This design comes from an exercise in tuning for small area, a short achievable clock period and few clock cycles per item on the open sky130 flow, not from production work.
No run shown here included a check of the RTL's function; only the layout flow was run.
Power and IR drop assume default switching activity.

`config.mk`:
```
export PLATFORM = sky130hd
export DESIGN_NAME = cws_bitenc
export DESIGN_NICKNAME = cws_bitenc
export VERILOG_FILES = /design/flow/design.v
export SDC_FILE = /design/flow/constraint.sdc
export NUM_CORES = 4
export LEC_CHECK = 0
export CAP_MARGIN = 20
export CORE_MARGIN = 2
export CORE_UTILIZATION = 40
export PLACE_DENSITY = 0.6
export SETUP_SLACK_MARGIN = 3.0
export SLEW_MARGIN = 20
```
`constraint.sdc`:
```
create_clock -name core_clock -period 5.0 [get_ports {clk}]
set_input_delay 1.0000 -clock core_clock [delete_from_list [all_inputs] [get_ports {clk}]]
set_output_delay 1.0000 -clock core_clock [all_outputs]
set_load 0.01 [all_outputs]
```
`design.v`:
```
module cws_bitenc (
    input  wire        clk,
    input  wire        rst,
    input  wire        cmd_valid,
    output wire        cmd_ready,
    input  wire [1:0]  cmd_hdr,
    input  wire [1:0]  cmd_crc,
    input  wire        cmd_fec,
    input  wire [12:0] cmd_len,
    input  wire [15:0] cmd_bseq,
    input  wire [31:0] cmd_user,
    input  wire        in_valid,
    output wire        in_ready,
    input  wire [7:0]  in_data,
    output wire        out_valid,
    input  wire        out_ready,
    output wire [15:0] out_data,
    output wire [4:0]  out_nbits,
    output wire        out_last
);
    reg        idle;           
    reg        f_h1, f_h, f_pay, f_c0, f_c, f_tail;
    reg  [2:0] fcnt;           
    reg  [1:0] ccnt;           
    reg        hlong, has_pay, ck16, ck32, fec;
    reg [47:0] hsr;            
    reg [31:0] crc;            
    reg  [5:0] enc;            
    reg [12:0] in_left;        
    reg        in_ready_r;
    reg  [7:0] cur;            
    reg        cur_v;
    reg        cur_d;          
    reg        cur_t;          
    reg        cur_e;          
    reg        cur_l;          
    reg  [7:0] q1_d;           
    reg        q1_v;
    reg [15:0] pk;             
    reg        pk_full, pk_half, pk_last;
    reg  [2:0] pk_nb;          
    reg [15:0] od;
    reg        ov, ol;
    reg  [2:0] onb;
    function [15:0] crc16_byte(input [15:0] c, input [7:0] b);
        integer i;
        reg [15:0] r;
        begin
            r = c;
            for (i = 7; i >= 0; i = i - 1)
                r = {r[14:0], 1'b0} ^ ((r[15] ^ b[i]) ? 16'h1021 : 16'h0000);
            crc16_byte = r;
        end
    endfunction
    function [31:0] crc32_byte(input [31:0] c, input [7:0] b);
        integer i;
        reg [31:0] r;
        begin
            r = ~c;
            for (i = 0; i < 8; i = i + 1)
                r = {1'b0, r[31:1]} ^ ((r[0] ^ b[i]) ? 32'hEDB8_8320 : 32'h0000_0000);
            crc32_byte = ~r;
        end
    endfunction
    wire [31:0] c32n = crc32_byte(crc, cur);
    wire [15:0] c16n = crc16_byte(crc[31:16], cur);
    wire [31:0] crc_upd = {ck32 ? c32n[31:16] : c16n, c32n[15:0]};
    wire go = cur_v && !pk_full;
    reg [15:0] fw;
    reg  [5:0] enc_n;
    always @* begin : conv
        integer i;
        reg [6:0] w;
        reg [5:0] s;
        s = enc;
        for (i = 0; i < 8; i = i + 1) begin
            w = {cur[7 - i], s};
            fw[2 * i]     = ^(w & 7'o171);
            fw[2 * i + 1] = ^(w & 7'o133);
            s = w[6:1];
        end
        enc_n = s;
    end
    wire [7:0] rb = {cur[0], cur[1], cur[2], cur[3], cur[4], cur[5], cur[6], cur[7]};
    wire        complete = fec || cur_e || pk_half || cur_l;
    wire [15:0] cb = fec     ? {fw[15:12] & {4{!cur_t}}, fw[11:0]} :
                     pk_half ? {rb, pk[7:0]} : {8'h00, rb};
    wire [2:0]  cb_nb = fec     ? (cur_t ? 3'b011 : 3'b100) :
                        pk_half ? 3'b100 :
                        cur_e   ? 3'b000 : 3'b010;
    wire out_free = !ov || out_ready;
    wire keep0  = cur_v && !go;
    wire push   = in_valid && in_ready_r;
    wire accept = idle && cmd_valid;
    wire left_z = (in_left == 13'd0);
    wire left_1 = (in_left == 13'd1);
    wire h_end  = (fcnt == (hlong ? 3'd7 : 3'd3));
    wire c_end  = (ccnt == (ck32 ? 2'd3 : 2'd1));
    wire nocrc  = !ck16 && !ck32;
    wire fetch_h1   = !keep0 && f_h1;
    wire fetch_h    = !keep0 && f_h;
    wire fetch_pay  = !keep0 && f_pay;
    wire fetch_c0   = !keep0 && f_c0;
    wire fetch_c    = !keep0 && f_c;
    wire fetch_tail = !keep0 && f_tail;
    wire pay_got  = fetch_pay && (q1_v || push);
    wire pay_last = q1_v ? left_z : left_1;
    wire data_end = (fetch_h && h_end && !has_pay) || (pay_got && pay_last);
    wire q1_v_n = fetch_pay ? (q1_v && push) : (q1_v || push);
    wire f_h1_n = accept ? (cmd_hdr != 2'd0) : (f_h1 && !fetch_h1);
    wire left_nz_n = accept ? (cmd_len != 13'd0) :
                     idle ? 1'b0 :
                     push ? !left_1 : !left_z;
    wire cmd_empty = (cmd_hdr == 2'd0) && (cmd_len == 13'd0) &&
                     (cmd_crc == 2'd0) && !cmd_fec;
    assign cmd_ready = idle;
    assign in_ready  = in_ready_r;
    assign out_valid = ov;
    assign out_data  = od;
    assign out_nbits = {onb, 2'b00};
    assign out_last  = ol;
    always @(posedge clk) begin
        if (idle) begin
            hlong   <= (cmd_hdr == 2'd2);
            has_pay <= (cmd_len != 13'd0);
            ck16    <= (cmd_crc == 2'd1);
            ck32    <= (cmd_crc == 2'd2);
            fec     <= cmd_fec;
            hsr     <= {cmd_bseq, cmd_user};
            in_left <= cmd_len;
            crc     <= (cmd_crc == 2'd2) ? 32'h0000_0000 : 32'hFFFF_FFFF;
            enc     <= 6'd0;
            fcnt    <= 3'd2;
            ccnt    <= 2'd0;
            cur     <= {3'b000, cmd_len[12:8]};
            cur_d   <= 1'b1;
            cur_t   <= 1'b0;
            cur_e   <= cmd_empty;
            cur_l   <= cmd_empty;
        end else begin
            if (push)
                in_left <= in_left - 13'd1;
            if (go) begin
                if (cur_d)
                    crc <= crc_upd;
                enc <= enc_n;
            end
            if (fetch_h1) begin
                cur   <= in_left[7:0];
                cur_d <= 1'b1;
                cur_l <= 1'b0;
            end
            if (fetch_h) begin
                cur   <= hsr[47:40];
                cur_d <= 1'b1;
                cur_l <= h_end && !has_pay && nocrc && !fec;
                hsr   <= {hsr[39:0], 8'd0};
                fcnt  <= fcnt + 3'd1;
            end
            if (fetch_pay) begin
                cur   <= q1_v ? q1_d : in_data;
                cur_d <= 1'b1;
                cur_l <= pay_last && nocrc && !fec;
            end
            if (fetch_c0) begin
                cur   <= crc_upd[31:24];
                cur_d <= 1'b0;
                cur_l <= 1'b0;
                ccnt  <= ccnt + 2'd1;
            end
            if (fetch_c) begin
                cur   <= crc[23:16];
                cur_d <= 1'b0;
                cur_l <= c_end && !fec;
                crc   <= {crc[23:0], 8'd0};
                ccnt  <= ccnt + 2'd1;
            end
            if (fetch_tail) begin
                cur   <= 8'd0;
                cur_d <= 1'b0;
                cur_t <= 1'b1;
                cur_l <= 1'b1;
            end
        end
        if (!(q1_v && !fetch_pay))
            q1_d <= in_data;
        if (rst) begin
            idle       <= 1'b1;
            f_h1       <= 1'b0;
            f_h        <= 1'b0;
            f_pay      <= 1'b0;
            f_c0       <= 1'b0;
            f_c        <= 1'b0;
            f_tail     <= 1'b0;
            cur_v      <= 1'b0;
            q1_v       <= 1'b0;
            in_ready_r <= 1'b0;
        end else begin
            if (accept) begin
                idle   <= 1'b0;
                f_pay  <= (cmd_hdr == 2'd0) && (cmd_len != 13'd0);
                f_c    <= (cmd_hdr == 2'd0) && (cmd_len == 13'd0) && (cmd_crc != 2'd0);
                f_tail <= (cmd_hdr == 2'd0) && (cmd_len == 13'd0) && (cmd_crc == 2'd0) && cmd_fec;
            end else begin
                if (go && cur_l)
                    idle <= 1'b1;
                if (fetch_h && h_end && has_pay)
                    f_pay <= 1'b1;
                else if (pay_got && pay_last)
                    f_pay <= 1'b0;
                if (data_end && !nocrc)
                    f_c0 <= 1'b1;
                else if (fetch_c0)
                    f_c0 <= 1'b0;
                if (fetch_c0)
                    f_c <= 1'b1;
                else if (fetch_c && c_end)
                    f_c <= 1'b0;
                if ((data_end && nocrc && fec) || (fetch_c && c_end && fec))
                    f_tail <= 1'b1;
                else if (fetch_tail)
                    f_tail <= 1'b0;
            end
            f_h1 <= f_h1_n;
            if (fetch_h1)
                f_h <= 1'b1;
            else if (fetch_h && h_end)
                f_h <= 1'b0;
            cur_v      <= accept ? ((cmd_hdr != 2'd0) || cmd_empty) :
                          (keep0 || fetch_h1 || fetch_h || pay_got ||
                           fetch_c0 || fetch_c || fetch_tail);
            q1_v       <= q1_v_n;
            in_ready_r <= left_nz_n && !q1_v_n && !f_h1_n;
        end
        if (go) begin
            pk      <= cb;
            pk_nb   <= cb_nb;
            pk_last <= cur_l;
        end
        if (rst) begin
            pk_full <= 1'b0;
            pk_half <= 1'b0;
        end else begin
            if (go)
                pk_half <= !complete;
            if (go && complete && !out_free)
                pk_full <= 1'b1;
            else if (out_free)
                pk_full <= 1'b0;
        end
        if (out_free) begin
            od  <= pk_full ? pk      : cb;
            onb <= pk_full ? pk_nb   : cb_nb;
            ol  <= pk_full ? pk_last : cur_l;
        end
        if (rst)
            ov <= 1'b0;
        else if (out_free)
            ov <= pk_full || (go && complete);
    end
endmodule
```
`run.sh`:
```
#!/bin/bash
# synth_recipe.tcl (not shown) runs the flow's synth.tcl, then flattens the netlist and writes it again
# the make line also repeats each setting of config.mk as NAME=value (left out here)
make -C /OpenROAD-flow-scripts/flow DESIGN_CONFIG=/design/flow/config.mk WORK_HOME=/design/flow/orfs CLKGATE_MAP_FILE= SYNTH_SCRIPT=/design/flow/synth_recipe.tcl finish
```
==> impl_metrics.env, run 1 <==
export IMPL_cp_end_kind="flip-flop"
export IMPL_hold_class="flip-flop to flip-flop"
export IMPL_drv_cap=0
export IMPL_worstHoldStart="fcnt[1]$_SDFFE_PP1N_"
export IMPL_max_freq_mhz=430
export IMPL_r2r_slack_ns=2.67
export IMPL_min_period_ns=2.33
export IMPL_syn2layout_area_growth_pct=30.9
export IMPL_ys_warn_count=1
export IMPL_synth_edff_count=153
export IMPL_synth_seq_cells=182
export IMPL_synth_area_per_cell_um2=11.3
export IMPL_clock_root_buffer="clkbuf_16"
export IMPL_firstDrtPassIters=6
export IMPL_drt_iter0_markers=523
export IMPL_fill_cells=2200
export IMPL_r2r_start="in_left[10]$_DFFE_PP_"
export IMPL_cp_arrival_ns=2.55
export IMPL_fin_crit_sh_pct=46.5
export IMPL_synth_async_sr_flop_share_pct=0
export IMPL_grt_pass1_vias=7337
export IMPL_hold_viol_final=0
export IMPL_grt_max_degree=62
export IMPL_antenna_found_initial=0
export IMPL_dp_hpwl_um=16900
export IMPL_r2r_end="cur_l$_DFFE_PP_"
export IMPL_worst_skew_pair_late_latency_ns=0.44
export IMPL_dieWidth_um=164
export IMPL_die_area_um2=26800
export IMPL_io_pins=104
export IMPL_peakVddDrop_mv=0.289
export IMPL_drc=0
export IMPL_tns_ns=0
export IMPL_power_leakage_nw=4.94
export IMPL_start_kind="flip-flop"
export IMPL_tightest_slew_ns=0.730
export IMPL_relSlewSlack_pct=51.2
export IMPL_globalplace_congestion=0.801
export IMPL_grt_pass1_wl_um=41500
export IMPL_post_drt_wl_per_cell_um=19.2
export IMPL_cp_required_ns=5.23
export IMPL_final_common_cell="edfxtp_1"
export IMPL_gr_total_overflow=0
export IMPL_ys_types=63
export IMPL_syn_area_um2=10200
export IMPL_cts_tree="built"
export IMPL_synth_ff_type="edfxtp_1"
export IMPL_reg2reg_depth=6
export IMPL_clkSlewWorstSetupHoldPaths_ns=0.08
export IMPL_cts_buffer_depth=2
export IMPL_htreeDepth=4
export IMPL_final_cell_mix="edfxtp_1, nand2_1, xnor2_1, buf_4, clkdlybuf4s50_1"
export IMPL_routed_via_count=7480
export IMPL_cts_buffers=17
export IMPL_ys_seq_area_share_pct=50.7
export IMPL_min_to="fcnt[1]$_SDFFE_PP1N_"
export IMPL_fin_skew_ns=0.0133
export IMPL_diodes=0
export IMPL_report_final_slew_viol_count=0
export IMPL_crit_fanout=2
export IMPL_chipHeight_um=164
export IMPL_synth_cells=906
export IMPL_port_buffers=101
export IMPL_cts_sinks=182
export IMPL_core_um2=25100
export IMPL_start_util_pct=40.7
export IMPL_wl_um=26800
export IMPL_regArea_um2=5190
export IMPL_holdBufCountCts=0
export IMPL_rsz0062_at_grt="true"
export IMPL_nets=1137
export IMPL_finalSetupViolCount=0
export IMPL_multi_input_area_um2=5440
export IMPL_p_per_area_nw_per_um2=481
export IMPL_rows=58
export IMPL_detail_route_antenna_nets=0
export IMPL_status="no timing/DRC/antenna violations"
export IMPL_drive_gt1_share_pct=29.3
export IMPL_grt_usage_pct=20.3
export IMPL_vias_per_cell=5.35
export IMPL_crit_type="flip-flop to flip-flop"
export IMPL_fin_total_pwr_w=0.00643
export IMPL_min_path_cells=1
-- power by group --
group	total, W	switching [W]	leakage, nW	internal [W]
logic	0.00284	0.00137	2.84	0.00146
registers	0.00216	0.000202	1.81	0.00196
clock network	0.00143	0.000698	0.297	0.000729
-- metal layers --
layer  GRT usage, %  vias to the layer above  routed length, µm
met5              0                        -                  0
met4           6.94                        0                706
met3           3.23                       48               1280
met2           33.8                      219              12900
met1           27.1                     3681              11900
li1               -                     3532                  -
-- cell families (layout without fill, tap and decap cells) --
family                   after synthesis  count (layout)  synth area share, %
AND/OR/NAND/NOR                      233             234                 10.8
buffers and inverters                 75             234                 3.21
flip-flops                           182             182                 50.7
adder cells (fa/ha/maj)                4               4                0.490
other                                  1               2               0.0367
XOR/XNOR                             157             157                 15.6
multiplexers                          80              80                 8.57
AO/OA/AOI/OAI                        174             174                 10.6
-- synth_stat cells (all sizes together) (10+ instances only) --
master | count | area (µm²)
edfxtp | 153 | 4590
xnor2 | 107 | 1020
nand2 | 81 | 304
o21ai | 62 | 310
mux2 | 59 | 664
nor2 | 57 | 214
xor2 | 46 | 478
a21oi | 39 | 195
clkbuf | 36 | 135
dfxtp | 29 | 581
buf | 24 | 136
mux2i | 21 | 210
nor3 | 15 | 80.1
inv | 14 | 52.6
and2 | 13 | 81.3
nand2b | 13 | 81.3
nand3 | 10 | 50.1
o22ai | 10 | 62.6
-- through the flow --
step                instances  hold slack (ns)  worst slack, ns  area, µm²  util, %
floorplan                 907            0.440             2.85      10300        -
global placement         1286            0.448             1.85      11500     45.8
CTS                      1366            0.483             2.77      12800     51.0
finish                   1397            0.485             2.67      13400     53.2
detailed placement       1286            0.472             1.85      11500     45.8
global route             1397            0.508             2.53      13400     53.2
-- worst max-delay path, stage by stage, from the launching register on --
cell	delay, ns
edfxtp_1	0.44
nor4_4	0.35
nand4b_1	0.26
nor3_1	0.22
a21oi_1	0.07
or4_1	0.48
a222oi_1	0.31
-- flip-flops by register name, summed over array words and instances, names as in the netlist, 2 cells and up --
register,flops
q1_d,8
od,16
ccnt,2
crc,32
onb,3
in_left,13
hsr,48
enc,6
pk_nb,3
pk,16
fcnt,3
cur,8
-- area by class of cell --
| cell class | count | share of cell area [%] |
|---|---|---|
| well taps | 330 | 3.09 |
| flip-flops and latches | 182 | 38.8 |
| inverters | 15 | 0.459 |
| clock inverters | 15 | 1.48 |
| clock buffers | 17 | 3.18 |
| multi-input cells | 651 | 40.7 |
| repair buffers | 187 | 12.2 |
-- worst max-delay path by stage --
stage / from / to / cells after the start
3_3_place_gp: cmd_len[11] / cur_l$_DFFE_PP_ / 7
5_1_grt: in_left[10]$_DFFE_PP_ / cur_l$_DFFE_PP_ / 6
3_5_place_dp: cmd_crc[1] / crc[24]$_DFFE_PP_ / 5
2_1_floorplan: cmd_len[2] / cur_l$_DFFE_PP_ / 6
6_report: in_left[10]$_DFFE_PP_ / cur_l$_DFFE_PP_ / 6
4_1_cts: in_left[9]$_DFFE_PP_ / cur_l$_DFFE_PP_ / 6
-- what timing repair did --
action,in CTS,in global routing
pin swaps,26,24
buffers inserted,47,31
setup endpoints to repair,238,101
cloned,1,0
resized for setup,194,71
==> run 2: changes to the inputs <==
--- a/design.v
+++ b/design.v
@@ -19,7 +19,7 @@
     output wire        out_last
 );
     reg        idle;           
-    reg        f_h1, f_h, f_pay, f_c0, f_c, f_tail;
+    reg        f_h1, f_h, f_pay, f_c, f_tail;
     reg  [2:0] fcnt;           
     reg  [1:0] ccnt;           
     reg        hlong, has_pay, ck16, ck32, fec;
@@ -27,6 +27,7 @@
     reg [31:0] crc;            
     reg  [5:0] enc;            
     reg [12:0] in_left;        
+    reg        left_z, left_1;  
     reg        in_ready_r;
     reg  [7:0] cur;            
     reg        cur_v;
@@ -92,16 +93,14 @@
     wire keep0  = cur_v && !go;
     wire push   = in_valid && in_ready_r;
     wire accept = idle && cmd_valid;
-    wire left_z = (in_left == 13'd0);
-    wire left_1 = (in_left == 13'd1);
+    wire left_2 = (in_left == 13'd2);
     wire h_end  = (fcnt == (hlong ? 3'd7 : 3'd3));
     wire c_end  = (ccnt == (ck32 ? 2'd3 : 2'd1));
     wire nocrc  = !ck16 && !ck32;
     wire fetch_h1   = !keep0 && f_h1;
     wire fetch_h    = !keep0 && f_h;
     wire fetch_pay  = !keep0 && f_pay;
-    wire fetch_c0   = !keep0 && f_c0;
-    wire fetch_c    = !keep0 && f_c;
+    wire fetch_c    = f_c && (!cur_v || (go && !cur_d));
     wire fetch_tail = !keep0 && f_tail;
     wire pay_got  = fetch_pay && (q1_v || push);
     wire pay_last = q1_v ? left_z : left_1;
@@ -132,14 +131,19 @@
             enc     <= 6'd0;
             fcnt    <= 3'd2;
             ccnt    <= 2'd0;
+            left_z  <= (cmd_len == 13'd0);
+            left_1  <= (cmd_len == 13'd1);
             cur     <= {3'b000, cmd_len[12:8]};
             cur_d   <= 1'b1;
             cur_t   <= 1'b0;
             cur_e   <= cmd_empty;
             cur_l   <= cmd_empty;
         end else begin
-            if (push)
+            if (push) begin
                 in_left <= in_left - 13'd1;
+                left_z  <= left_1;
+                left_1  <= left_2;
+            end
             if (go) begin
                 if (cur_d)
                     crc <= crc_upd;
@@ -162,14 +166,8 @@
                 cur_d <= 1'b1;
                 cur_l <= pay_last && nocrc && !fec;
             end
-            if (fetch_c0) begin
-                cur   <= crc_upd[31:24];
-                cur_d <= 1'b0;
-                cur_l <= 1'b0;
-                ccnt  <= ccnt + 2'd1;
-            end
             if (fetch_c) begin
-                cur   <= crc[23:16];
+                cur   <= crc[31:24];
                 cur_d <= 1'b0;
                 cur_l <= c_end && !fec;
                 crc   <= {crc[23:0], 8'd0};
@@ -189,7 +187,6 @@
             f_h1       <= 1'b0;
             f_h        <= 1'b0;
             f_pay      <= 1'b0;
-            f_c0       <= 1'b0;
             f_c        <= 1'b0;
             f_tail     <= 1'b0;
             cur_v      <= 1'b0;
@@ -209,10 +206,6 @@
                 else if (pay_got && pay_last)
                     f_pay <= 1'b0;
                 if (data_end && !nocrc)
-                    f_c0 <= 1'b1;
-                else if (fetch_c0)
-                    f_c0 <= 1'b0;
-                if (fetch_c0)
                     f_c <= 1'b1;
                 else if (fetch_c && c_end)
                     f_c <= 1'b0;
@@ -228,7 +221,7 @@
                 f_h <= 1'b0;
             cur_v      <= accept ? ((cmd_hdr != 2'd0) || cmd_empty) :
                           (keep0 || fetch_h1 || fetch_h || pay_got ||
-                           fetch_c0 || fetch_c || fetch_tail);
+                           fetch_c || fetch_tail);
             q1_v       <= q1_v_n;
             in_ready_r <= left_nz_n && !q1_v_n && !f_h1_n;
         end
--- a/config.mk
+++ b/config.mk
@@ -9,5 +9,5 @@
 export CORE_MARGIN = 2
 export CORE_UTILIZATION = 40
 export PLACE_DENSITY = 0.6
-export SETUP_SLACK_MARGIN = 3.0
+export SETUP_SLACK_MARGIN = 2.8
 export SLEW_MARGIN = 20
==> run 2 against run 1 <==
- sequential share of layout area increased by 3.5 points
- sequential power hardly changed
- design area is 7.8% lower
- maximum frequency rose by 5.7%
- critical path depth grew 1
- clock power hardly changed
- utilization down 2.2 points
- clock skew barely moved
- area after synthesis fell by 3.9%
- critical path type unchanged
- largest cell class is now flip-flops and latches
- highest routed layer unchanged
==> impl_metrics.env, run 2 <==
export IMPL_synth_async_sr_flop_share_pct=0
export IMPL_hold_viol_final=0
export IMPL_ys_types=65
export IMPL_final_cell_mix="edfxtp_1, xnor2_1, nand2_1, clkdlybuf4s50_1, mux2_2"
export IMPL_dieWidth_um=161
export IMPL_synth_area_leader_cell="edfxtp_1"
export IMPL_ys_top_cells_by_count="edfxtp_1, xnor2_1, nand2_1"
export IMPL_cts_buffers=17
export IMPL_post_dp_cell_area_um2=11000
export IMPL_cts_tree="built"
export IMPL_fill_cells=2093
export IMPL_slowest_stage="xnor3_2"
export IMPL_synth_edff_count=155
export IMPL_rsz0062_at_grt="true"
export IMPL_io_pins=104
export IMPL_report_final_slew_viol_count=0
export IMPL_cts_sinks=183
export IMPL_ys_warn_count=1
export IMPL_firstDrtPassIters=5
export IMPL_drt_iter0_markers=444
export IMPL_path_cells="buf_6, xor2_4, xnor2_4, xnor3_2, xor2_2, xor2_1, o211ai_2"
export IMPL_drc=0
export IMPL_ys_seq_area_share_pct=53.2
export IMPL_largest_register="hsr"
export IMPL_max_stage_delay_ns=0.49
export IMPL_crit_fanout=5
export IMPL_cp_end_kind="flip-flop"
export IMPL_tns_ns=0
export IMPL_fin_crit_sh_pct=44.0
export IMPL_wl_um=23500
export IMPL_finish_instance_area_um2=12300
export IMPL_globalplace_congestion=0.826
export IMPL_max_freq_mhz=454
export IMPL_largest_reg_flops=48
export IMPL_dp_hpwl_um=15400
export IMPL_p_comb_share_pct=38.4
export IMPL_syn_area_um2=9810
export IMPL_grt_max_degree=81
export IMPL_start_kind="flip-flop"
export IMPL_rows=57
export IMPL_internal_power_w=0.00383
export IMPL_drv_cap=0
export IMPL_syn2layout_area_growth_pct=25.7
export IMPL_port_buffers=101
export IMPL_htreeDepth=4
export IMPL_antenna_found_initial=0
export IMPL_p_sw_share_pct=34.2
export IMPL_status="no timing/DRC/antenna violations"
export IMPL_synth_top_area_share_pct=47.5
export IMPL_clock_root_buffer="clkbuf_16"
export IMPL_finalSetupViolCount=0
export IMPL_min_period_ns=2.20
export IMPL_detail_route_antenna_nets=0
export IMPL_place_ws_ns=1.91
export IMPL_start_util_pct=40.6
export IMPL_top_regs="hsr: 48 flops, crc: 32 flops"
export IMPL_clockPowerShare_pct=24.6
export IMPL_final_util_pct=51.0
export IMPL_p_per_area_nw_per_um2=471
export IMPL_fin_total_pwr_w=0.00581
export IMPL_gr_total_overflow=0
export IMPL_power_switching_w=0.00198
export IMPL_hold_class="flip-flop to flip-flop"
export IMPL_regArea_um2=5230
export IMPL_yosys_top_cells_area="edfxtp_1, xnor2_1, mux2_2, dfxtp_1, nand2_1"
export IMPL_nets=1043
export IMPL_vias_per_cell=5.22
export IMPL_diodes=0
export IMPL_die_area_um2=25800
export IMPL_grt_pass1_vias=6711
export IMPL_cp_arrival_ns=2.38
export IMPL_holdBufCountCts=0
export IMPL_grt_usage_pct=18.5
export IMPL_synthMostInstantiatedCell="edfxtp_1"
export IMPL_drive_gt1_share_pct=20.1
export IMPL_synth_ff_type="edfxtp_1"
export IMPL_seq_power_share_pct=37.0
export IMPL_fin_skew_ns=0.0129
export IMPL_cp_required_ns=5.18
export IMPL_clkSlewWorstSetupHoldPaths_ns=0.08
export IMPL_power_leakage_nw=4.45
export IMPL_core_um2=24200
export IMPL_synth_area_per_cell_um2=11.6
export IMPL_routed_via_count=6770
export IMPL_peakVddDrop_mv=0.255
export IMPL_synth_seq_cells=183
export IMPL_relSlewSlack_pct=29.4
export IMPL_crit_type="flip-flop to flip-flop"
export IMPL_grt_pass1_wl_um=37200
export IMPL_post_drt_wl_per_cell_um=18.1
export IMPL_multi_input_area_um2=4630
export IMPL_chipHeight_um=161
export IMPL_synth_cells=847
export IMPL_worst_skew_pair_late_latency_ns=0.44
export IMPL_cts_buffer_depth=2
export IMPL_worst_slack_ns=2.80
export IMPL_final_common_cell="edfxtp_1"
export IMPL_tightest_slew_ns=1.06
## run 2: power by group through the flow
stage / Combinational (W) / Sequential, W / Clock (W)
after floorplan: 0.00148 / 0.00212 / 0
after global placement: 0.00185 / 0.00221 / 0
after detailed placement: 0.00185 / 0.00222 / 0
after CTS: 0.00206 / 0.00214 / 0.00145
after global routing: 0.00242 / 0.00218 / 0.00151
final: 0.00223 / 0.00215 / 0.00143
## run 2: what timing repair did
action	CTS	global route
buffers inserted	29	13
pin swaps	12	13
gates resized for setup	60	30
endpoints found under the setup margin	120	140
## run 2: path summary, 6_finish.rpt
check / startpoint / to / slack [ns] / cells after the start
max: cur[4]$_DFFE_PP_ / crc[23]$_DFFE_PP_ / 2.80 / 7
min: enc[0]$_SDFFE_PP0N_ / enc[0]$_SDFFE_PP0N_ / 0.47 / 2
max reg2reg: cur[4]$_DFFE_PP_ / crc[23]$_DFFE_PP_ / 2.80 / 7
min reg2reg: enc[0]$_SDFFE_PP0N_ / enc[0]$_SDFFE_PP0N_ / 0.47 / 2
## run 2: critical path, delay by kind of cell, from the launching register on
kind            cells  cell delay (ns)
buf+inv             1             0.17
xor+xnor            5             1.32
flops               1             0.38
compound gates      1             0.08
## run 2: logic make-up after synthesis
| group | synth area share [%] |
|---|---|
| AND/OR/NAND/NOR | 9.40 |
| flip-flops | 53.2 |
| AO/OA/AOI/OAI | 11.0 |
| XOR/XNOR | 14.2 |
| multiplexers | 8.42 |
| buffers and inverters | 3.32 |
| adder cells (fa/ha/maj) | 0.383 |
| other | 0.0382 |
## run 2: per-layer routing
| layer | wire length (µm) | global-route usage [%] | vias up |
|---|---|---|---|
| met5 | 0 | 0 | - |
| met4 | 436 | 5.32 | 0 |
| met3 | 1200 | 3.43 | 28 |
| met2 | 11600 | 31.2 | 197 |
| met1 | 10300 | 24.3 | 3252 |
| li1 | - | - | 3293 |
## run 2: per-stage QoR
step                cells  hold WS (ns)
global placement     1224         0.447
CTS                  1285         0.477
detailed placement   1224         0.461
floorplan             848         0.440
finish               1298         0.472
global route         1298         0.510
## run 2: cell type report
| cell class | count | share of cell area [%] |
|---|---|---|
| clock buffer | 17 | 3.45 |
| clock inverter | 15 | 1.75 |
| inverter | 13 | 0.416 |
| multi-input combinational | 597 | 37.6 |
| sequential | 183 | 42.4 |
| tap | 324 | 3.29 |
| timing repair buffer | 149 | 11.1 |
==> run 3: changes to the inputs <==
--- a/config.mk
+++ b/config.mk
@@ -9,5 +9,5 @@
 export CORE_MARGIN = 2
 export CORE_UTILIZATION = 40
 export PLACE_DENSITY = 0.6
-export SETUP_SLACK_MARGIN = 2.8
+export SETUP_SLACK_MARGIN = 3.2
 export SLEW_MARGIN = 20
==> run 3 against run 2 <==
- sequential share of layout area decreased by 3.9 points
- sequential power barely moved
- power increased by 14%
- clock power grew 3%
- design area is 11% higher
- critical path depth is the same
- critical path type unchanged
- non-clock buffer count rose by 56
- maximum frequency decreased by 1.7%
- wire length is 11% higher
- highest routed layer unchanged
- global-route usage increased by 1.6 points
- combinational power rose by 34%
- setup slack worse by 0.038 ns
==> impl_metrics.env, run 3 <==
export IMPL_min_to="fcnt[1]$_SDFFE_PP1N_"
export IMPL_ys_types=65
export IMPL_dieWidth_um=161
export IMPL_top_regs="hsr: 48 flops, crc: 32 flops"
export IMPL_tns_ns=0
export IMPL_final_cell_mix="edfxtp_1, xnor2_1, nand2_1, buf_4, mux2_2"
export IMPL_cts_buffers=17
export IMPL_detail_route_antenna_nets=0
export IMPL_core_um2=24200
export IMPL_relSlewSlack_pct=51.8
export IMPL_synth_area_per_cell_um2=11.6
export IMPL_internal_power_w=0.00431
export IMPL_ys_warn_count=1
export IMPL_dp_hpwl_um=15200
export IMPL_synth_area_leader_cell="edfxtp_1"
export IMPL_drv_cap=0
export IMPL_post_dp_cell_area_um2=11200
export IMPL_nets=1104
export IMPL_cts_buffer_depth=2
export IMPL_r2r_end="crc[23]$_DFFE_PP_"
export IMPL_fill_cells=1960
export IMPL_reg2reg_depth=7
export IMPL_grt_usage_pct=20.1
export IMPL_report_final_slew_viol_count=0
export IMPL_p_per_area_nw_per_um2=485
export IMPL_crit_fanout=3
export IMPL_dp_cells=1223
export IMPL_ys_top_cells_by_count="edfxtp_1, xnor2_1, nand2_1"
export IMPL_min_period_ns=2.24
export IMPL_globalplace_congestion=0.812
export IMPL_top_usage_layer="met2"
export IMPL_drt_iter0_markers=546
export IMPL_final_util_pct=56.5
export IMPL_min_path_cells=1
export IMPL_wl_um=26200
export IMPL_grt_pass1_vias=7111
export IMPL_drive_gt1_share_pct=36.3
export IMPL_r2r_slack_ns=2.76
export IMPL_power_switching_w=0.00231
export IMPL_synth_seq_cells=183
export IMPL_fin_crit_sh_pct=44.8
export IMPL_io_pins=104
export IMPL_hold_class="flip-flop to flip-flop"
export IMPL_drc=0
export IMPL_seq_power_share_pct=32.6
export IMPL_final_cells=1360
export IMPL_htreeDepth=4
export IMPL_synth_cells=847
export IMPL_vias_per_cell=5.32
export IMPL_post_drt_wl_per_cell_um=19.3
export IMPL_finish_instance_area_um2=13700
export IMPL_chipHeight_um=161
export IMPL_port_buffers=101
export IMPL_clkSlewWorstSetupHoldPaths_ns=0.09
export IMPL_ys_seq_area_share_pct=53.2
export IMPL_routed_via_count=7239
export IMPL_fin_skew_ns=0.0153
export IMPL_use_met1_pct=26.2
export IMPL_cp_arrival_ns=2.43
export IMPL_rows=57
export IMPL_rsz0062_at_grt="true"
export IMPL_power_leakage_nw=5.02
export IMPL_synthMostInstantiatedCell="edfxtp_1"
export IMPL_p_comb_share_pct=45.2
export IMPL_crit_type="flip-flop to flip-flop"
export IMPL_syn_area_um2=9810
export IMPL_synth_ff_type="edfxtp_1"
export IMPL_clockPowerShare_pct=22.2
export IMPL_finalSetupViolCount=0
export IMPL_synth_top_area_share_pct=47.5
export IMPL_status="no timing/DRC/antenna violations"
export IMPL_largest_register="hsr"
export IMPL_start_kind="flip-flop"
export IMPL_synth_edff_count=155
export IMPL_cp_required_ns=5.19
export IMPL_peakVddDrop_mv=0.316
export IMPL_synth_async_sr_flop_share_pct=0
export IMPL_syn2layout_area_growth_pct=39.2
export IMPL_worst_skew_pair_late_latency_ns=0.46
export IMPL_firstDrtPassIters=5
export IMPL_p_sw_share_pct=34.9
export IMPL_cts_sinks=183
export IMPL_max_freq_mhz=447
export IMPL_grt_max_degree=89
export IMPL_die_area_um2=25800
export IMPL_largest_reg_flops=48
export IMPL_tightest_slew_ns=0.723
export IMPL_r2r_start="cur[3]$_DFFE_PP_"
export IMPL_use_met2_pct=33.4
export IMPL_antenna_found_initial=0
export IMPL_gr_total_overflow=0
export IMPL_grt_pass1_wl_um=40000
export IMPL_cts_tree="built"
export IMPL_start_util_pct=40.6
export IMPL_worstHoldStart="fcnt[1]$_SDFFE_PP1N_"
export IMPL_cp_end_kind="flip-flop"
export IMPL_yosys_top_cells_area="edfxtp_1, xnor2_1, mux2_2, dfxtp_1, nand2_1"
export IMPL_clock_root_buffer="clkbuf_16"
export IMPL_hold_viol_final=0
export IMPL_final_common_cell="edfxtp_1"
export IMPL_use_met3_pct=3.49
run 3: cell families (layout without fill, tap and decap cells):
logic type / count (synthesis) / count (layout) / share of synthesized area (%)
and+or+nand+nor: 198 / 203 / 9.40
DFF: 183 / 183 / 53.2
AOI/OAI and AO/OA: 172 / 172 / 11.0
xor gates and xnor gates: 147 / 147 / 14.2
muxes: 75 / 75 / 8.42
buffers and inverters: 68 / 250 / 3.32
adders and majority gates: 3 / 3 / 0.383
other: 1 / 3 / 0.0382
run 3: worst max path at each step:
stage / start / endpoint / slack [ns] / cells past startpoint
floorplan: cur[1]$_DFFE_PP_ / crc[23]$_DFFE_PP_ / 2.87 / 7
global placement: cmd_len[7] / cur_v$_SDFF_PP0_ / 1.99 / 6
detailed placement: cmd_len[7] / cur_v$_SDFF_PP0_ / 2.03 / 6
CTS: cur[1]$_DFFE_PP_ / crc[18]$_DFFE_PP_ / 2.82 / 9
global route: cur[3]$_DFFE_PP_ / crc[19]$_DFFE_PP_ / 2.70 / 9
finish: cur[3]$_DFFE_PP_ / crc[23]$_DFFE_PP_ / 2.76 / 7
run 3: critical path, stage by stage, from the launching register on:
cell and delay (ns):
edfxtp_1 0.47, buf_6 0.17, xor2_4 0.19, xnor2_4 0.24
xnor3_2 0.44, xor2_4 0.23, xor2_2 0.16, o211ai_2 0.08
run 3: repair_timing:
| item | 4_1_cts | 5_1_grt |
|---|---|---|
| setup endpoints to repair | 295 | 180 |
| pin swaps | 64 | 54 |
| hold buffers | 0 | 0 |
| resized for setup | 275 | 84 |
| setup buffers | 66 | 33 |
| cloned | 3 | 2 |
run 3: per-layer routing:
layer | part of all wire, % | vias up
met5 | 0 | -
met4 | 2.8 | 0
met3 | 5.3 | 55
met2 | 50 | 239
met1 | 42 | 3533
li1 | - | 3412
run 3: power by group through the flow:
| stage | Sequential [W] | Clock (W) | Combinational, W |
|---|---|---|---|
| final | 0.00216 | 0.00147 | 0.00299 |
| after detailed placement | 0.00222 | 0 | 0.00191 |
| after global placement | 0.00222 | 0 | 0.00191 |
| after global routing | 0.00219 | 0.00155 | 0.00316 |
| after floorplan | 0.00213 | 0 | 0.00154 |
| after CTS | 0.00215 | 0.00149 | 0.00255 |
run 3: area by class of cell:
cell class | count | area, µm² | area share (%)
Antenna cell | 1 | 2.50 | 0.0183
Clock buffer | 17 | 425 | 3.12
Clock inverter | 15 | 225 | 1.65
Inverter | 13 | 56.3 | 0.412
Multi-Input combinational cell | 602 | 5390 | 39.4
Sequential cell | 183 | 5250 | 38.5
Tap cell | 324 | 405 | 2.97
Timing Repair Buffer | 205 | 1900 | 13.9
run 3: metrics by stage:
stage / setup WS (ns) / total power, W / hold WS [ns]
after floorplan: 2.87 / 0.00367 / 0.440
after global placement: 1.99 / 0.00413 / 0.448
after detailed placement: 2.03 / 0.00413 / 0.455
after CTS: 2.82 / 0.00619 / 0.477
after global routing: 2.70 / 0.00690 / 0.527
final: 2.76 / 0.00662 / 0.473
==> run 4: changes to the inputs <==
==> flow/run.sh (new file) <==
#!/bin/bash
# The standard layout, with plain buffers (buf_1) on the ports instead of
# the delay-cell buffers that buffer_ports picks by default. Every port
# still gets its own buffer.
set -euo pipefail
bash standard.sh finish "BUFFER_PORTS_ARGS=-buffer_cell sky130_fd_sc_hd__buf_1" > flow_make.log 2>&1
==> standard.sh (new file) <==
#!/bin/bash
# synth_recipe.tcl (not shown) runs the flow's synth.tcl, then flattens the netlist and writes it again
# the make line also repeats each setting of config.mk as NAME=value (left out here)
make -C /OpenROAD-flow-scripts/flow DESIGN_CONFIG=/design/flow/config.mk WORK_HOME=/design/flow/orfs CLKGATE_MAP_FILE= SYNTH_SCRIPT=/design/flow/synth_recipe.tcl "${@:-finish}"
--- a/config.mk
+++ b/config.mk
@@ -9,5 +9,5 @@
 export CORE_MARGIN = 2
 export CORE_UTILIZATION = 40
 export PLACE_DENSITY = 0.6
-export SETUP_SLACK_MARGIN = 3.2
+export SETUP_SLACK_MARGIN = 2.8
 export SLEW_MARGIN = 20
removed: run.sh
==> run 4 against run 3 <==
- still clean
- non-clock buffer count fell by 66
- wire length fell by 12%
- sequential cell count is the same
==> impl_metrics.env, run 4 <==
export IMPL_r2r_end="crc[23]$_DFFE_PP_"
export IMPL_synthMostInstantiatedCell="edfxtp_1"
export IMPL_synth_async_sr_flop_share_pct=0
export IMPL_clock_root_buffer="clkbuf_16"
export IMPL_crit_top_cell="xnor2_4"
export IMPL_synth_edff_count=155
export IMPL_htreeDepth=4
export IMPL_r2r_start="crc[1]$_DFFE_PP_"
export IMPL_dp_hpwl_um=15000
export IMPL_grt_pass1_vias=6614
export IMPL_vias_per_cell=5.26
export IMPL_hold_class="flip-flop to flip-flop"
export IMPL_drt_iter0_markers=575
export IMPL_io_pins=104
export IMPL_synth_top_area_share_pct=47.5
export IMPL_peakVddDrop_mv=0.285
export IMPL_clkSlewWorstSetupHoldPaths_ns=0.08
export IMPL_syn2layout_area_growth_pct=19.2
export IMPL_grt_pass1_wl_um=36500
export IMPL_synth_ff_type="edfxtp_1"
export IMPL_fin_skew_ns=0.0113
export IMPL_power_leakage_nw=4.04
export IMPL_core_um2=24200
export IMPL_final_cell_mix="edfxtp_1, buf_1, xnor2_1, nand2_1, mux2_2"
export IMPL_chipHeight_um=161
export IMPL_yosys_top_cells_area="edfxtp_1, xnor2_1, mux2_2, dfxtp_1, nand2_1"
export IMPL_holdBufCountCts=0
export IMPL_top_regs="hsr: 48 flops, crc: 32 flops"
export IMPL_min_to="fcnt[1]$_SDFFE_PP1N_"
export IMPL_tns_ns=0
export IMPL_crit_fanout=3
export IMPL_ys_warn_count=1
export IMPL_fin_crit_sh_pct=44.1
export IMPL_drc=0
export IMPL_synth_area_leader_cell="edfxtp_1"
export IMPL_min_period_ns=2.21
export IMPL_syn_area_um2=9810
export IMPL_cp_arrival_ns=2.38
export IMPL_cts_tree="built"
export IMPL_synth_cells=847
export IMPL_path_cells="xnor2_4, xnor2_4, xnor3_2, xor2_4, xor2_1, o211ai_2"
export IMPL_rows=57
export IMPL_report_final_slew_viol_count=0
export IMPL_routed_via_count=6777
export IMPL_p_per_area_nw_per_um2=497
export IMPL_ys_top_cells_by_count="edfxtp_1, xnor2_1, nand2_1"
export IMPL_max_stage_delay_ns=0.51
export IMPL_drv_cap=0
export IMPL_r2r_slack_ns=2.79
export IMPL_post_drt_wl_per_cell_um=17.9
export IMPL_synth_seq_cells=183
export IMPL_hold_viol_final=0
export IMPL_drive_gt1_share_pct=18.9
export IMPL_tightest_slew_ns=1.10
export IMPL_largest_register="hsr"
export IMPL_relSlewSlack_pct=26.9
export IMPL_whs_ns=0.476
export IMPL_rsz0062_at_grt="true"
export IMPL_cp_required_ns=5.17
export IMPL_crit_buf_inv=0
export IMPL_status="no timing/DRC/antenna violations"
export IMPL_wl_um=23100
export IMPL_slowest_stage="edfxtp_1"
export IMPL_ys_seq_area_share_pct=53.2
export IMPL_path_delay_family="XOR/XNOR gates"
export IMPL_dieWidth_um=161
export IMPL_reg2reg_depth=6
export IMPL_firstDrtPassIters=5
export IMPL_start_kind="flip-flop"
export IMPL_gr_total_overflow=0
export IMPL_worstHoldStart="fcnt[1]$_SDFFE_PP1N_"
export IMPL_antenna_found_initial=0
export IMPL_worst_skew_pair_late_latency_ns=0.43
export IMPL_cts_sinks=183
export IMPL_final_common_cell="edfxtp_1"
export IMPL_min_path_cells=1
export IMPL_die_area_um2=25800
export IMPL_port_buffers=101
export IMPL_largest_reg_flops=48
export IMPL_cp_end_kind="flip-flop"
export IMPL_globalplace_congestion=0.814
export IMPL_start_util_pct=40.6
export IMPL_cts_buffer_depth=2
export IMPL_nets=1033
export IMPL_cts_buffers=17
export IMPL_max_freq_mhz=453
export IMPL_synth_area_per_cell_um2=11.6
export IMPL_detail_route_antenna_nets=0
export IMPL_grt_usage_pct=18.2
export IMPL_ys_types=65
export IMPL_finalSetupViolCount=0
export IMPL_grt_max_degree=80
export IMPL_diodes=0
export IMPL_crit_type="flip-flop to flip-flop"
-- run 4: cell counts after synthesis --
No cell type changed its count.
-- run 4: worst max path at each step --
stage | cells past startpoint | to | from
after floorplan | 7 | crc[23]$_DFFE_PP_ | cur[4]$_DFFE_PP_
after global placement | 5 | crc[12]$_DFFE_PP_ | pk_full$_SDFFE_PP0P_
after detailed placement | 5 | crc[16]$_DFFE_PP_ | pk_full$_SDFFE_PP0P_
after CTS | 6 | crc[23]$_DFFE_PP_ | cur[0]$_DFFE_PP_
after global routing | 7 | crc[31]$_DFFE_PP_ | cur[7]$_SDFFE_PP0P_
final | 6 | crc[23]$_DFFE_PP_ | crc[1]$_DFFE_PP_
-- run 4: area by class of cell --
| type | count | area [µm²] |
|---|---|---|
| clock buffers | 17 | 425 |
| clock inverters | 15 | 205 |
| fillers | 2172 | 12500 |
| inverters | 13 | 53.8 |
| multi-input cells | 597 | 4650 |
| flip-flops and latches | 183 | 5230 |
| well taps | 324 | 405 |
| repair buffers | 139 | 724 |
-- run 4: report_power, final --
group / total [W] / switching (W) / internal (W)
sequential: 0.00216 / 0.000196 / 0.00196
combinational: 0.00225 / 0.00110 / 0.00114
clock: 0.00141 / 0.000681 / 0.000730
total: 0.00581 / 0.00198 / 0.00383
-- run 4: cells by family (layout without fill, tap and decap cells) --
logic type / after synthesis / after routing / synth area share [%]
adders and majority gates: 3 / 3 / 0.383
xor gates and xnor gates: 147 / 147 / 14.2
muxes: 75 / 75 / 8.42
and+or+nand+nor: 198 / 198 / 9.40
DFF: 183 / 183 / 53.2
other: 1 / 2 / 0.0382
buffers and inverters: 68 / 184 / 3.32
AOI/OAI and AO/OA: 172 / 172 / 11.0
-- run 4: layer usage --
metal	track usage (%)	part of all wire [%]
met5	0	0
met4	5.81	2.1
met3	3.10	4.9
met2	30.7	49
met1	23.8	44
-- run 4: what timing repair did --
action	in CTS	in global routing
setup endpoints to repair	219	66
pin swaps	10	5
buffers inserted	25	8
resized for setup	23	33
-- run 4: worst register-to-register path: cells and delay by family (launching register included) --
family,cells,cell delay [ns]
flops,1,0.51
xor+xnor,5,1.36
compound gates,1,0.09
-- run 4: stage by stage --
stage	area, µm²	util [%]	std cells	power, W	setup WS [ns]
6_report	11700	48.4	1288	0.00581	2.79
5_1_grt	11700	48.4	1288	0.00610	2.73
4_1_cts	11400	47.2	1280	0.00562	2.78
3_5_place_dp	10400	43.0	1223	0.00398	1.95
3_3_place_gp	10400	43.0	1223	0.00396	2.08
2_1_floorplan	9850	-	848	0.00360	2.82
==> run 5: changes to the inputs <==
--- a/design.v
+++ b/design.v
@@ -37,9 +37,8 @@
     reg        cur_l;          
     reg  [7:0] q1_d;           
     reg        q1_v;
-    reg [15:0] pk;             
-    reg        pk_full, pk_half, pk_last;
-    reg  [2:0] pk_nb;          
+    reg  [7:0] pk;             
+    reg        pk_half;
     reg [15:0] od;
     reg        ov, ol;
     reg  [2:0] onb;
@@ -66,7 +65,8 @@
     wire [31:0] c32n = crc32_byte(crc, cur);
     wire [15:0] c16n = crc16_byte(crc[31:16], cur);
     wire [31:0] crc_upd = {ck32 ? c32n[31:16] : c16n, c32n[15:0]};
-    wire go = cur_v && !pk_full;
+    wire out_free = !ov || out_ready;
+    wire go = cur_v && out_free;
     reg [15:0] fw;
     reg  [5:0] enc_n;
     always @* begin : conv
@@ -85,11 +85,10 @@
     wire [7:0] rb = {cur[0], cur[1], cur[2], cur[3], cur[4], cur[5], cur[6], cur[7]};
     wire        complete = fec || cur_e || pk_half || cur_l;
     wire [15:0] cb = fec     ? {fw[15:12] & {4{!cur_t}}, fw[11:0]} :
-                     pk_half ? {rb, pk[7:0]} : {8'h00, rb};
+                     pk_half ? {rb, pk} : {8'h00, rb};
     wire [2:0]  cb_nb = fec     ? (cur_t ? 3'b011 : 3'b100) :
                         pk_half ? 3'b100 :
                         cur_e   ? 3'b000 : 3'b010;
-    wire out_free = !ov || out_ready;
     wire keep0  = cur_v && !go;
     wire push   = in_valid && in_ready_r;
     wire accept = idle && cmd_valid;
@@ -225,30 +224,20 @@
             q1_v       <= q1_v_n;
             in_ready_r <= left_nz_n && !q1_v_n && !f_h1_n;
         end
-        if (go) begin
-            pk      <= cb;
-            pk_nb   <= cb_nb;
-            pk_last <= cur_l;
-        end
-        if (rst) begin
-            pk_full <= 1'b0;
+        if (go)
+            pk <= rb;
+        if (rst)
             pk_half <= 1'b0;
-        end else begin
-            if (go)
-                pk_half <= !complete;
-            if (go && complete && !out_free)
-                pk_full <= 1'b1;
-            else if (out_free)
-                pk_full <= 1'b0;
-        end
+        else if (go)
+            pk_half <= !complete;
         if (out_free) begin
-            od  <= pk_full ? pk      : cb;
-            onb <= pk_full ? pk_nb   : cb_nb;
-            ol  <= pk_full ? pk_last : cur_l;
+            od  <= cb;
+            onb <= cb_nb;
+            ol  <= cur_l;
         end
         if (rst)
             ov <= 1'b0;
         else if (out_free)
-            ov <= pk_full || (go && complete);
+            ov <= go && complete;
     end
 endmodule
==> run.sh (new file) <==
#!/bin/bash
# synth_recipe.tcl (not shown) runs the flow's synth.tcl, then flattens the netlist and writes it again
# the make line also repeats each setting of config.mk as NAME=value (left out here)
make -C /OpenROAD-flow-scripts/flow DESIGN_CONFIG=/design/flow/config.mk WORK_HOME=/design/flow/orfs CLKGATE_MAP_FILE= SYNTH_SCRIPT=/design/flow/synth_recipe.tcl finish
removed: flow/run.sh
removed: standard.sh
==> run 5 against run 4 <==
- power down 3.7%
- count of clock-buffer cells in the layout did not move
- setup slack improved by 0.042 ns
- largest power group unchanged
- area after synthesis fell by 5.6%
- wire length grew 5.0%
- largest cell class unchanged
- design area grew 4.9%
- non-clock buffer count rose by 39
- maximum frequency up 2.0%
- hold slack better by 0.019 ns
- register-to-register slack gained 0.04 ns
- critical endpoint is now crc[27]$_DFFE_PP_
- clock skew fell by 0.00063 ns
- highest routed layer is now met5
==> impl_metrics.env, run 5 <==
export IMPL_dieWidth_um=156
export IMPL_synth_compound_area_share_pct=10.8
export IMPL_syn_area_um2=9260
export IMPL_detail_route_antenna_nets=0
export IMPL_rows=55
export IMPL_final_cells=1272
export IMPL_chipHeight_um=156
export IMPL_synth_simple_area_share_pct=10.9
export IMPL_min_period_ns=2.16
export IMPL_finish_instance_area_um2=12300
export IMPL_rsz0062_at_grt="true"
export IMPL_max_freq_mhz=462
export IMPL_cts_tree="built"
export IMPL_cts_buffer_depth=2
export IMPL_routed_via_count=6850
export IMPL_synth_edff_count=143
export IMPL_grt_pass1_wl_um=37600
export IMPL_final_cell_mix="edfxtp_1, xnor2_1, nand2_1, clkdlybuf4s50_1, buf_4"
export IMPL_slowest_stage="edfxtp_1"
export IMPL_whs_ns=0.495
export IMPL_synth_area_leader_cell="edfxtp_1"
export IMPL_clock_root_buffer="clkbuf_16"
export IMPL_fin_crit_sh_pct=43.3
export IMPL_top_regs="hsr: 48 flops, crc: 32 flops, od: 16 flops"
export IMPL_synth_ff_type="edfxtp_1"
export IMPL_crit_top_cell="xnor2_1"
export IMPL_dp_hpwl_um=14900
export IMPL_hold_class="flip-flop to flip-flop"
export IMPL_die_area_um2=24400
export IMPL_core_um2=22700
export IMPL_ys_types=62
export IMPL_port_buffers=101
export IMPL_synth_async_sr_flop_share_pct=0
export IMPL_path_cells="xnor2_4, xnor2_2, buf_4, xnor2_1, xnor2_1, a211o_1, a31oi_1"
export IMPL_cp_depth=7
export IMPL_globalplace_congestion=0.827
export IMPL_grt_usage_pct=20.2
export IMPL_crit_type="flip-flop to flip-flop"
export IMPL_synth_area_per_cell_um2=11.3
export IMPL_syn2layout_area_growth_pct=32.5
export IMPL_largest_register="hsr"
export IMPL_synth_top_area_share_pct=46.4
export IMPL_wl_um=24200
export IMPL_reg2reg_depth=7
export IMPL_dp_cells=1164
export IMPL_relSlewSlack_pct=48.9
export IMPL_antenna_found_initial=1
export IMPL_drv_cap=0
export IMPL_ys_warn_count=1
export IMPL_grt_max_degree=53
export IMPL_start_kind="flip-flop"
export IMPL_synthXorXnorAreaFrac_pct=16.1
export IMPL_synthMuxAreaShare_pct=6.49
export IMPL_start_util_pct=40.8
export IMPL_post_drt_wl_per_cell_um=19.1
export IMPL_ys_top_cells_by_count="edfxtp_1, xnor2_1, nand2_1"
export IMPL_io_pins=104
export IMPL_firstDrtPassIters=5
export IMPL_yosys_top_cells_area="edfxtp_1, xnor2_1, dfxtp_1, mux2_2, nand2_1"
export IMPL_regArea_um2=4840
export IMPL_worst_skew_pair_late_latency_ns=0.44
export IMPL_grt_pass1_vias=6833
export IMPL_synth_seq_cells=170
export IMPL_synth_top_family_by_area="XOR/XNOR gates"
export IMPL_post_dp_cell_area_um2=10600
export IMPL_synthMostInstantiatedCell="edfxtp_1"
export IMPL_tns_ns=0
export IMPL_cp_required_ns=5.28
export IMPL_multi_input_area_um2=4730
export IMPL_synth_cells=820
export IMPL_largest_reg_flops=48
export IMPL_gr_total_overflow=0
export IMPL_cts_buffers=17
export IMPL_crit_fanout=4
export IMPL_report_final_slew_viol_count=0
export IMPL_diodes=0
export IMPL_peakVddDrop_mv=0.233
export IMPL_fin_skew_ns=0.0107
export IMPL_power_leakage_nw=4.51
export IMPL_status="no timing/DRC/antenna violations"
export IMPL_drc=0
export IMPL_holdBufCountCts=0
export IMPL_drive_gt1_share_pct=24.4
export IMPL_fill_cells=1970
export IMPL_finalSetupViolCount=0
export IMPL_ys_seq_area_share_pct=52.2
export IMPL_min_path_cells=2
export IMPL_synthAdderAreaFrac_pct=0.405
export IMPL_drt_iter0_markers=528
export IMPL_path_delay_family="XOR/XNOR gates"
export IMPL_cts_sinks=170
export IMPL_tightest_slew_ns=0.765
export IMPL_crit_buf_inv=1
export IMPL_nets=1056
export IMPL_cp_end_kind="flip-flop"
export IMPL_clkSlewWorstSetupHoldPaths_ns=0.07
export IMPL_htreeDepth=4
export IMPL_p_per_area_nw_per_um2=457
export IMPL_max_stage_delay_ns=0.53
export IMPL_cp_arrival_ns=2.45
export IMPL_fin_total_pwr_w=0.00560
export IMPL_final_common_cell="edfxtp_1"
export IMPL_hold_viol_final=0
export IMPL_vias_per_cell=5.39
run 5: cell types whose count changed after synthesis, moves of 5 or more:
cell	before	now
a21boi_0	6	0
a21oi_1	49	40
nor2b_1	7	16
mux2_2	60	40
edfxtp_1	155	143
o221ai_1	9	2
o21a_1	7	2
o21ai_0	43	51
a21o_1	6	1
nand2_1	71	88
nor2_1	53	38
a211oi_1	6	18
run 5: through the flow:
| stage | worst slack, ns | utilization (%) |
|---|---|---|
| finish | 2.84 | 54.0 |
| global placement | 1.58 | 46.6 |
| floorplan | 2.67 | - |
| global route | 2.75 | 54.0 |
| detailed placement | 1.52 | 46.6 |
| CTS | 2.78 | 51.7 |
run 5: final cells by class:
class / count / area share [%]
Tap cell: 285 / 2.91
Inverter: 13 / 0.510
Sequential cell: 170 / 39.5
Clock inverter: 15 / 1.40
Timing Repair Buffer: 178 / 13.7
Multi-Input combinational cell: 594 / 38.6
Clock buffer: 17 / 3.47
run 5: cells by family after synthesis:
| group | count (synthesis) |
|---|---|
| multiplexers | 55 |
| adder cells (fa/ha/maj) | 3 |
| flip-flops | 170 |
| buffers and inverters | 64 |
| XOR/XNOR | 151 |
| AO/OA/AOI/OAI | 161 |
| other | 1 |
| AND/OR/NAND/NOR | 215 |
run 5: path summary, 6_finish.rpt:
check,start,to,slack (ns)
worst min register to register,enc[1]$_SDFFE_PP0P_,enc[1]$_SDFFE_PP0P_,0.50
worst max-delay path,crc[5]$_DFFE_PP_,crc[27]$_DFFE_PP_,2.84
worst min-delay path,enc[1]$_SDFFE_PP0P_,enc[1]$_SDFFE_PP0P_,0.50
worst max register to register,crc[5]$_DFFE_PP_,crc[27]$_DFFE_PP_,2.84
run 5: per-layer routing:
metal | share of wire [%] | routed length, µm | global-route usage, %
met1 | 45 | 10800 | 26.4
met2 | 48 | 11700 | 33.2
met3 | 5.4 | 1300 | 5.33
met4 | 1.7 | 411 | 5.77
met5 | 0.054 | 13 | 0
run 5: timing repair:
action | in CTS | in global routing
buffers inserted | 40 | 29
pin swaps | 18 | 20
resized for setup | 88 | 46
setup endpoints to repair | 206 | 125
cloned | 4 | 3
run 5: power by group:
part | internal, W | switching [W] | total [W]
Sequential | 0.00181 | 0.000166 | 0.00198
Clock | 0.000714 | 0.000635 | 0.00135
Combinational | 0.00121 | 0.00105 | 0.00227
run 5: worst reg2reg max path: cells and delay by family, from the launching register on:
family / cells / cell delay, ns
AOI/OAI and AO/OA: 2 / 0.47
xor gates and xnor gates: 4 / 0.85
buffers and inverters: 1 / 0.17
DFF: 1 / 0.53
==> run 6: changes to the inputs <==
--- a/design.v
+++ b/design.v
@@ -94,6 +94,17 @@
     wire accept = idle && cmd_valid;
     wire left_2 = (in_left == 13'd2);
     wire h_end  = (fcnt == (hlong ? 3'd7 : 3'd3));
+    reg  [7:0] hbyte;          
+    always @* begin
+        case (fcnt)
+            3'd2:    hbyte = hsr[47:40];
+            3'd3:    hbyte = hsr[39:32];
+            3'd4:    hbyte = hsr[31:24];
+            3'd5:    hbyte = hsr[23:16];
+            3'd6:    hbyte = hsr[15:8];
+            default: hbyte = hsr[7:0];
+        endcase
+    end
     wire c_end  = (ccnt == (ck32 ? 2'd3 : 2'd1));
     wire nocrc  = !ck16 && !ck32;
     wire fetch_h1   = !keep0 && f_h1;
@@ -154,10 +165,9 @@
                 cur_l <= 1'b0;
             end
             if (fetch_h) begin
-                cur   <= hsr[47:40];
+                cur   <= hbyte;
                 cur_d <= 1'b1;
                 cur_l <= h_end && !has_pay && nocrc && !fec;
-                hsr   <= {hsr[39:0], 8'd0};
                 fcnt  <= fcnt + 3'd1;
             end
             if (fetch_pay) begin
==> flow/run.sh (new file) <==
#!/bin/bash
# The standard layout, with plain buffers (buf_1) on the ports instead of
# the delay-cell buffers that buffer_ports picks by default. Every port
# still gets its own buffer.
set -euo pipefail
bash standard.sh finish "BUFFER_PORTS_ARGS=-buffer_cell sky130_fd_sc_hd__buf_1" > flow_make.log 2>&1
==> standard.sh (new file) <==
#!/bin/bash
# synth_recipe.tcl (not shown) runs the flow's synth.tcl, then flattens the netlist and writes it again
# the make line also repeats each setting of config.mk as NAME=value (left out here)
make -C /OpenROAD-flow-scripts/flow DESIGN_CONFIG=/design/flow/config.mk WORK_HOME=/design/flow/orfs CLKGATE_MAP_FILE= SYNTH_SCRIPT=/design/flow/synth_recipe.tcl "${@:-finish}"
removed: run.sh
==> run 6 against run 5 <==
- still clean on timing, DRC and antenna
- first-iteration DRC count is 26% higher
- sequential share of layout area up 1.6 points
- critical path depth rose by 1
- wire length up 5.1%
- maximum frequency is 3.9% lower
- via count rose by 3.1%
- global-route usage up 0.76 points
- register-to-register slack worse by 0.09 ns
- count of clock-buffer cells in the layout unchanged
- final cell count grew 0.55%
- critical path type unchanged
- largest cell class unchanged
- largest power group unchanged
==> impl_metrics.env, run 6 <==
export IMPL_fin_crit_sh_pct=45.0
export IMPL_cp_arrival_ns=2.55
export IMPL_fill_cells=1935
export IMPL_largest_reg_flops=48
export IMPL_synthXorXnorAreaFrac_pct=16.7
export IMPL_crit_buf_inv=2
export IMPL_port_buffers=101
export IMPL_synth_area_per_cell_um2=11.2
export IMPL_final_util_pct=52.5
export IMPL_drc=0
export IMPL_relSlewSlack_pct=51.2
export IMPL_synth_seq_cells=170
export IMPL_chipHeight_um=155
export IMPL_whs_ns=0.468
export IMPL_ys_types=64
export IMPL_reg2reg_depth=8
export IMPL_cp_end_kind="flip-flop"
export IMPL_htreeDepth=4
export IMPL_synth_cells=814
export IMPL_final_cell_mix="edfxtp_1, buf_1, xnor2_1, buf_4, nand2_1"
export IMPL_multi_input_area_um2=4650
export IMPL_drt_iter0_markers=664
export IMPL_largest_register="hsr"
export IMPL_synth_ff_type="edfxtp_1"
export IMPL_nets=1067
export IMPL_cts_buffer_depth=2
export IMPL_finalSetupViolCount=0
export IMPL_min_path_cells=2
export IMPL_power_leakage_nw=4.21
export IMPL_use_met3_pct=3.84
export IMPL_grt_max_degree=39
export IMPL_clkSlewWorstSetupHoldPaths_ns=0.07
export IMPL_cp_required_ns=5.30
export IMPL_vias_per_cell=5.52
export IMPL_core_um2=22500
export IMPL_hold_class="flip-flop to flip-flop"
export IMPL_grt_pass1_vias=6591
export IMPL_synth_compound_area_share_pct=14.1
export IMPL_gr_total_overflow=0
export IMPL_max_freq_mhz=444
export IMPL_use_met2_pct=32.3
export IMPL_rows=55
export IMPL_die_area_um2=24000
export IMPL_grt_usage_pct=21.0
export IMPL_cts_sinks=170
export IMPL_place_ws_ns=1.72
export IMPL_synth_top_family_by_area="XOR/XNOR gates"
export IMPL_worst_skew_pair_late_latency_ns=0.44
export IMPL_tightest_slew_ns=0.722
export IMPL_crit_type="flip-flop to flip-flop"
export IMPL_drv_cap=0
export IMPL_ys_warn_count=1
export IMPL_clock_root_buffer="clkbuf_16"
export IMPL_firstDrtPassIters=5
export IMPL_slowest_stage="edfxtp_1"
export IMPL_synth_area_leader_cell="edfxtp_1"
export IMPL_wl_um=25500
export IMPL_r2r_start="cur[1]$_DFFE_PP_"
export IMPL_synth_simple_area_share_pct=10.0
export IMPL_ys_top_cells_by_count="edfxtp_1, xnor2_1, nand2_1"
export IMPL_yosys_top_cells_area="edfxtp_1, xnor2_1, dfxtp_1, xor2_1, o21ai_0"
export IMPL_startpoint="cur[1]$_DFFE_PP_"
export IMPL_cts_tree="built"
export IMPL_path_cells="xnor2_4, buf_4, xor2_4, buf_6, xor3_1, a21oi_1, o221ai_1, nand2_1"
export IMPL_top_usage_layer="met2"
export IMPL_routed_via_count=7061
export IMPL_hold_viol_final=0
export IMPL_peakVddDrop_mv=0.225
export IMPL_globalplace_congestion=0.840
export IMPL_ys_seq_area_share_pct=53.0
export IMPL_synthMostInstantiatedCell="edfxtp_1"
export IMPL_syn_area_um2=9130
export IMPL_fin_skew_ns=0.0163
export IMPL_detail_route_antenna_nets=0
export IMPL_start_kind="flip-flop"
export IMPL_dp_hpwl_um=16000
export IMPL_diodes=0
export IMPL_fin_total_pwr_w=0.00579
export IMPL_top_regs="hsr: 48 flops, crc: 32 flops, od: 16 flops"
export IMPL_synthMuxAreaShare_pct=1.93
export IMPL_regArea_um2=4860
export IMPL_dieWidth_um=155
export IMPL_status="no timing/DRC/antenna violations"
export IMPL_syn2layout_area_growth_pct=29.6
export IMPL_synth_top_area_share_pct=47.1
export IMPL_rsz0062_at_grt="true"
export IMPL_use_met1_pct=29.2
export IMPL_worst_slack_ns=2.75
export IMPL_min_period_ns=2.25
export IMPL_grt_pass1_wl_um=38100
export IMPL_worstHoldStart="enc[3]$_SDFFE_PP0P_"
export IMPL_start_util_pct=40.6
export IMPL_io_pins=104
export IMPL_post_drt_wl_per_cell_um=19.9
export IMPL_synth_edff_count=143
export IMPL_synthAdderAreaFrac_pct=1.07
export IMPL_final_common_cell="edfxtp_1"
export IMPL_drive_gt1_share_pct=23.9
export IMPL_synth_async_sr_flop_share_pct=0
export IMPL_crit_fanout=5
export IMPL_tns_ns=0
export IMPL_antenna_found_initial=0
export IMPL_report_final_slew_viol_count=0
export IMPL_cts_buffers=17
export IMPL_cp_depth=8
export IMPL_path_delay_family="XOR/XNOR gates"
export IMPL_max_stage_delay_ns=0.53
export IMPL_p_per_area_nw_per_um2=490
run 6: timing repair:
action,in CTS,in global routing
hold buffers,0,0
resized for setup,63,60
endpoints found under the hold margin,0,0
setup buffers,42,49
endpoints found under the setup margin,109,65
cloned,2,1
pin swaps,15,32
run 6: final timing paths:
check	endpoint	slack, ns
worst max-delay path	crc[26]$_DFFE_PP_	2.75
worst min-delay path	enc[3]$_SDFFE_PP0P_	0.47
worst max register to register	crc[26]$_DFFE_PP_	2.75
worst min register to register	enc[3]$_SDFFE_PP0P_	0.47
run 6: tightest hold or removal path, stage by stage (launching register included):
cell and delay (ns):
dfxtp_1 0.32, nand2_1 0.05, a21oi_1 0.05
run 6: cell families (layout without fill, tap and decap cells):
kind of cell | count (synthesis) | count (layout)
and+or+nand+nor | 203 | 205
AOI/OAI and AO/OA | 195 | 195
DFF | 170 | 170
xor gates and xnor gates | 149 | 149
buffers and inverters | 71 | 248
muxes | 17 | 17
adders and majority gates | 8 | 8
other | 1 | 2
run 6: through the flow:
stage / std cells / instance area [µm²]
2_1_floorplan: 815 / 9280
3_3_place_gp: 1153 / 9790
3_5_place_dp: 1153 / 9790
5_1_grt: 1279 / 11800
6_report: 1279 / 11800
4_1_cts: 1229 / 11100
run 6: cell type report:
| cell class | count | area share [%] |
|---|---|---|
| clock buffers | 17 | 3.60 |
| clock inverters | 15 | 1.45 |
| inverters | 16 | 0.624 |
| multi-input cells | 576 | 39.3 |
| flip-flops and latches | 170 | 41.1 |
| well taps | 285 | 3.02 |
| repair buffers | 200 | 10.9 |
run 6: metal layers:
metal  wire (µm)  up-vias
met4         624        0
met1       11000     3440
met3        1940       42
met5           0        -
li1            -     3289
met2       11900      290
run 6: power by group:
group	switching (W)	leakage (nW)	internal, W	total [W]
clock network	0.000664	0.291	0.000674	0.00134
logic	0.00119	2.22	0.00131	0.00250
registers	0.000169	1.69	0.00179	0.00196

==> port drivers added, routing unchanged <==
In the flow no input, the clock included, has a driving cell. The finished layouts below were timed again as built, in two steps.
Step 1 sets driving cells, clkbuf_16 on the clock port and buf_2 on the other inputs (assumed; they add their load-dependent delay and slew).
Step 2 adds t to the input delays and takes it off the output delays; t is the mean of the earliest and latest rising clock arrival at the registers after step 1. Input paths then give back, and output paths get back, about the clock's delay inside the block.
Slacks: ideal ports / drivers / drivers and shift; pairs: ideal ports / drivers.
run | t, ns | slack for setup (ns) | worst setup path after step 2 | worst register clock-pin slew, ns
run 1 | 0.478 | 2.674 / 2.674 / 2.345 | input to register | 0.08 / 0.08
run 2 | 0.485 | 2.799 / 2.799 / 2.369 | input to register | 0.09 / 0.09
run 3 | 0.495 | 2.761 / 2.761 / 2.527 | input to register | 0.09 / 0.09
run 4 | 0.478 | 2.794 / 2.794 / 2.545 | input to register | 0.08 / 0.08
run 5 | 0.476 | 2.837 / 2.837 / 2.394 | input to register | 0.08 / 0.08
run 6 | 0.484 | 2.750 / 2.750 / 2.302 | input to register | 0.08 / 0.08
After both steps every run listed still meets setup and hold. The setup slack of run 6, which loses most, moves by 0.000 ns with the drivers and by -0.448 ns with both steps.
